Source: an optimization exercise on an open RTL-to-GDS flow (aim: small area, a short achievable clock period and few clock cycles per item). Production flows keep margins and buffers that such runs may drop.

==> inputs of 02-01 <==
Design blk_enc, start of the top module:
module blk_enc (
    input  wire         clk,
    input  wire         rst_n,
    input  wire         in_valid,
    output wire         in_ready,
    input  wire [31:0]  in_data,
    input  wire [4:0]   cfg_fmt,
    input  wire [1:0]   cfg_mode,
    input  wire [31:0]  cfg_seed,
    input  wire [31:0]  cfg_idx,
    output wire         out_valid,
    input  wire         out_ready,
    output wire [15:0]  out_head,
    output wire [255:0] out_elems,
    output wire         out_overflow,
    output wire [5:0]   out_lost
);
clock: 30.0 ns
lec_check: 0
cap_margin: 20
core_margin: 2
core_utilization: 40
cts_cluster_diameter: 100
cts_cluster_size: 20
place_density: 0.6
slew_margin: 20
standard.sh (not shown) runs the stock make flow with config.mk's settings and CLKGATE_MAP_FILE= SYNTH_SCRIPT=/design/flow/synth_recipe.tcl, a recipe that flattens the netlist after the stock synthesis.
==> flow/flow/run.sh <==
#!/bin/bash
# Standard layout (the standard.sh: standard synthesis, floorplan, place,
# CTS, route), with the port buffers made of sky130_fd_sc_hd__buf_2 cells
# instead of the resizer's default pick.
set -euo pipefail
export BUFFER_PORTS_ARGS="-buffer_cell sky130_fd_sc_hd__buf_2"
bash standard.sh > standard_flow.log 2>&1
==> 01-16 (differences from 02-01) <==
--- a/flow/design.v
+++ b/flow/design.v
@@ -89,32 +89,27 @@
         case (sm)
             2'd1:    gtfrac = f[22] & f[21] & (f[20:0] != 21'd0);
             2'd2:    gtfrac = f[22] & f[21] & f[20] & (f[19:0] != 20'd0);
             default: gtfrac = f[22] & (f[21:0] != 22'd0);
         endcase
     endfunction
-    function [9:0] okeyf;
+    function [8:0] keyf;
         input [30:0] a;
         input [1:0]  sm;
         reg   [4:0]  p;
         reg   [22:0] fr;
         begin
             if (a[30:23] != 8'd0)
-                okeyf = {1'b1, a[30:23], gtfrac(a[22:0], sm)};
+                keyf = {1'b0, a[30:23]} + 9'd22 + {8'd0, gtfrac(a[22:0], sm)};
             else begin
                 p  = msb24({1'b0, a[22:0]});
                 fr = a[22:0] << (5'd23 - p);
-                okeyf = {4'b0000, p, gtfrac(fr, sm)};
+                keyf = {4'd0, p} + {8'd0, gtfrac(fr, sm)};
             end
         end
     endfunction
-    function [8:0] dkey;
-        input [9:0] k;
-        dkey = k[9] ? {1'b0, k[8:1]} + 9'd22 + {8'd0, k[0]}
-                    : {4'd0, k[5:1]} + {8'd0, k[0]};
-    endfunction
     function [31:0] add32;
         input [31:0] a, b;
         reg [31:0] p, g, gg, pp;
         begin
             p = a ^ b;
             g = a & b;
@@ -1048,40 +1043,30 @@
     always @(posedge clk)
         ring <= {fire ? in_data : slot0, ring[32*NC-1:32]};
     reg  [4:0]  fmt_in, fmt_blk;
     reg  [1:0]  mode_in, mode_blk;
     reg         lf;           
     reg  [4:0]  lj;           
-    reg  [9:0]  fmx, bmx;     
+    reg  [8:0]  fmx, bmx;     
     reg         fnz, bnz;     
     reg         r_nan, r_inf;
-    reg  [1:0]  hg [0:3];     
+    reg  [8:0]  hk [0:3];     
     reg  [3:0]  zf;           
     reg  [8:0]  hm;           
     reg         f_any, f_nan, f_inf;
     wire        w_ff  = (slotl[30:23] == 8'hFF);
     wire        w_nan = w_ff && (slotl[22:0] != 23'd0);
     wire        w_inf = w_ff && (slotl[22:0] == 23'd0);
     wire        w_nz  = !w_ff && (slotl[30:0] != 31'd0);
-    wire [9:0]  w_key = okeyf(slotl[30:0], f_sigm(fmt_in));
+    wire [8:0]  w_key = keyf(slotl[30:0], f_sigm(fmt_in));
     wire        ff    = (lj[2:0] == 3'd0);
     wire        fb    = (lj == 5'd0);
     wire        nfnz  = (!ff && fnz) || w_nz;
     wire        nbnz  = (!fb && bnz) || w_nz;
-    wire        fsel  = w_nz && (ff || !fnz || w_key > fmx);
-    wire        bsel  = w_nz && (fb || !bnz || w_key > bmx);
-    wire [9:0]  nfmx  = fsel ? w_key : fmx;
-    wire [9:0]  nbmx  = bsel ? w_key : bmx;
-    wire [8:0]  w_dk  = dkey(w_key);
-    wire [8:0]  nfdk  = fsel ? w_dk : dkey(fmx);
-    wire [8:0]  nbdk  = bsel ? w_dk : dkey(bmx);
-    wire [8:0]  bdk   = dkey(bmx);
-    wire [8:0]  w_up  = w_dk - bdk;
-    wire [1:0]  g_up  = (!bsel || fb || !bnz) ? 2'd0 : ((w_up > 9'd3) ? 2'd3 : w_up[1:0]);
-    wire [8:0]  f_gap = nbdk - nfdk;
-    wire [1:0]  g_end = (f_gap > 9'd3) ? 2'd3 : f_gap[1:0];
+    wire [8:0]  nfmx  = (w_nz && (ff || !fnz || w_key > fmx)) ? w_key : fmx;
+    wire [8:0]  nbmx  = (w_nz && (fb || !bnz || w_key > bmx)) ? w_key : bmx;
     wire        nnan  = (!fb && r_nan) || w_nan;
     wire        ninf  = (!fb && r_inf) || w_inf;
     always @(posedge clk) begin
         if (w0) begin
             fmt_in  <= cfg_fmt;
             mode_in <= cfg_mode;
@@ -1094,21 +1079,18 @@
             fmx   <= nfmx;
             fnz   <= nfnz;
             bmx   <= nbmx;
             bnz   <= nbnz;
             r_nan <= nnan;
             r_inf <= ninf;
-            for (i = 0; i < 3; i = i + 1)
-                if (i < lj[4:3])
-                    hg[i] <= ({1'b0, hg[i]} + {1'b0, g_up} > 3'd3) ? 2'd3 : hg[i] + g_up;
             if (lj[2:0] == 3'd7) begin
-                hg[lj[4:3]] <= g_end;
+                hk[lj[4:3]] <= nfmx;
                 zf[lj[4:3]] <= !nfnz;
             end
             if (lj == 5'd31) begin
-                hm    <= nbdk;
+                hm    <= nbmx;
                 f_any <= nbnz;
                 f_nan <= nnan;
                 f_inf <= ninf;
             end
         end
     end
@@ -1189,23 +1171,23 @@
     reg  [1:0]  c_sbit;
     reg  [1:0]  c_mode;
     wire [3:0]  p_emax = f_emax(fmt_blk);
     wire [8:0]  p_lk   = {5'd0, p_emax} + 9'd22;
     wire [8:0]  p_hc   = (hm > p_lk) ? hm : p_lk;           
     wire [7:0]  p_scale = p_hc[7:0] - 8'd22 - {4'd0, p_emax};
-    wire [8:0]  p_lg   = p_lk - hm;
-    wire [1:0]  p_hcd  = (hm >= p_lk) ? 2'd0 : ((p_lg > 9'd3) ? 2'd3 : p_lg[1:0]);
     reg  [1:0]  p_sh [0:3];
+    reg  [8:0]  p_dif;
     always @(*)
         for (i = 0; i < 4; i = i + 1) begin
+            p_dif = p_hc - hk[i];
             if (!f_bead(fmt_blk) || zf[i])
                 p_sh[i] = 2'd0;
-            else if ({1'b0, p_hcd} + {1'b0, hg[i]} > 3'd3)
+            else if (p_dif > 9'd3)
                 p_sh[i] = 2'd3;
             else
-                p_sh[i] = p_hcd + hg[i];
+                p_sh[i] = p_dif[1:0];
         end
     always @(posedge clk)
         if (rd_go && rd_j == 5'd0) begin
             if (f_nan || f_inf) begin
                 c_head <= 16'h00FF;
                 c_ovf  <= f_inf;
@@ -1226,21 +1208,20 @@
             c_mode <= mode_blk;
         end
     reg  [31:0] d1;
     reg  [31:0] g1;
     reg  [1:0]  fac1;
     wire [31:0] hx0 = hpre ^ (hpre >> 16);
-    wire [31:0] hm1 = mul_c1(hx0);
     always @(posedge clk) begin
         if (!rst_n)
             v1 <= 1'b0;
         else if (adv)
             v1 <= rd_go;
         if (adv) begin
             d1   <= slot0;
-            g1   <= hm1 ^ (hm1 >> 13);
+            g1   <= mul_c1(hx0);
             fac1 <= rd_j[4:3];
         end
     end
     wire        a_sign = d1[31];
     wire [7:0]  a_exp  = d1[30:23];
     wire [23:0] a_s    = {(a_exp != 8'd0), d1[22:0]};
@@ -1253,13 +1234,14 @@
     wire signed [10:0] a_lm = $signed({6'd0, a_lz}) + $signed({9'd0, c_m3});
     wire signed [10:0] a_mx = (a_dd > a_lm) ? a_dd : a_lm;
     wire [5:0]  a_sa   = (a_mx > 11'sd62) ? 6'd63 : a_mx[5:0];
     wire signed [10:0] a_eb = a_lm - a_dd;
     wire [4:0]  a_ebase = (a_eb < 11'sd0) ? 5'd0 : a_eb[4:0];
     wire        a_rest = a_nz && ({1'b0, a_tz} + 6'd4 < a_sa);
-    wire [31:0] hm2 = mul_c2(g1);
+    wire [31:0] hx1 = g1 ^ (g1 >> 13);
+    wire [31:0] hm2 = mul_c2(hx1);
     reg  [23:0] s2_s;
     reg         s2_sign, s2_rest, s2_nz, s2_spec;
     reg  [5:0]  s2_sa;
     reg  [6:0]  s2_eb;
     reg  [1:0]  s2_mode, s2_sbit;
     reg  [31:0] g2;
@@ -1275,21 +1257,20 @@
             s2_nz   <= a_nz;
             s2_spec <= c_spec;
             s2_sa   <= a_sa;
             s2_eb   <= {2'b00, a_ebase} << c_m;
             s2_mode <= c_mode;
             s2_sbit <= c_sbit;
-            g2      <= hm2;
+            g2      <= hm2 ^ (hm2 >> 16);
         end
     end
     wire [58:0] b_r    = {s2_s, 35'd0} >> s2_sa;
     wire [3:0]  b_q    = b_r[35:32];
     wire [31:0] b_fr   = b_r[31:0];
     wire        b_upn  = b_fr[31] && (s2_rest || b_q[0]);
-    wire [31:0] b_g    = g2 ^ (g2 >> 16);        
-    wire        b_ups  = lt32(b_g, b_fr);
+    wire        b_ups  = lt32(g2, b_fr);
     wire        b_up   = (s2_mode == MODE_RNE) ? b_upn :
                          (s2_mode == MODE_SR)  ? b_ups : 1'b0;
     wire [6:0]  c_mag0 = s2_eb + {3'b000, b_q};
     wire [6:0]  c_mag1 = s2_eb + {3'b000, b_q} + 7'd1;
     reg  [7:0]  c_code0, c_code1;
     always @(*) begin
- CTS_CLUSTER_DIAMETER: 100 -> default
- CTS_CLUSTER_SIZE: 20 -> default
==> flow_summary_export.csv <==
group,metric,value,unit
run_status,outcome,"complete, no violations",
logic_synthesis,synth_edf_count,650,
cells_and_area,nNonClkInverters,529,
drt,met1Wirelength,65300,µm
drt,wire_per_inst,18.7,µm
sta,worstMarginPinSlew,1.09,ns
die,core_area,167000,µm²
(the above is from 01-16)
==> flow_summary_export.csv <==
group,metric,value,unit
cells_and_area,nNonClkInverters,533,
logic_synthesis,synth_edf_count,624,
sta,worstMarginPinSlew,1.06,ns
run_status,outcome,"complete, no violations",
(the above is from 02-01)
No run of this note included a check of the RTL's function; only the layout flow was run.

what the ideal ports hide:
In the flow no input, the clock included, has a driving cell. The finished layouts below were timed again as built, in two steps. Step 1 (the two cells are an assumption about what drives the block):
set clk [get_ports {clk}]
set_driving_cell -lib_cell sky130_fd_sc_hd__clkbuf_16 $clk
set_driving_cell -lib_cell sky130_fd_sc_hd__buf_2 [delete_from_list [all_inputs] $clk]
Step 2 also shifts input and output timing later by t, the mid clock arrival at the registers, as if the neighbouring blocks saw the same clock. Three values: no drivers, after step 1, after step 2; two values: the first two.
run | t, ns | setup WS [ns] | worst setup path at the end
02-01 | 0.819 | 21.904 / 21.904 / 21.904 | register to register
01-16 | 0.882 | 22.353 / 22.353 / 22.208 | input to register
After both steps every run listed still meets setup and hold. For 01-16, which loses most, drivers alone change the setup slack by 0.000 ns; drivers and shift together by -0.145 ns.
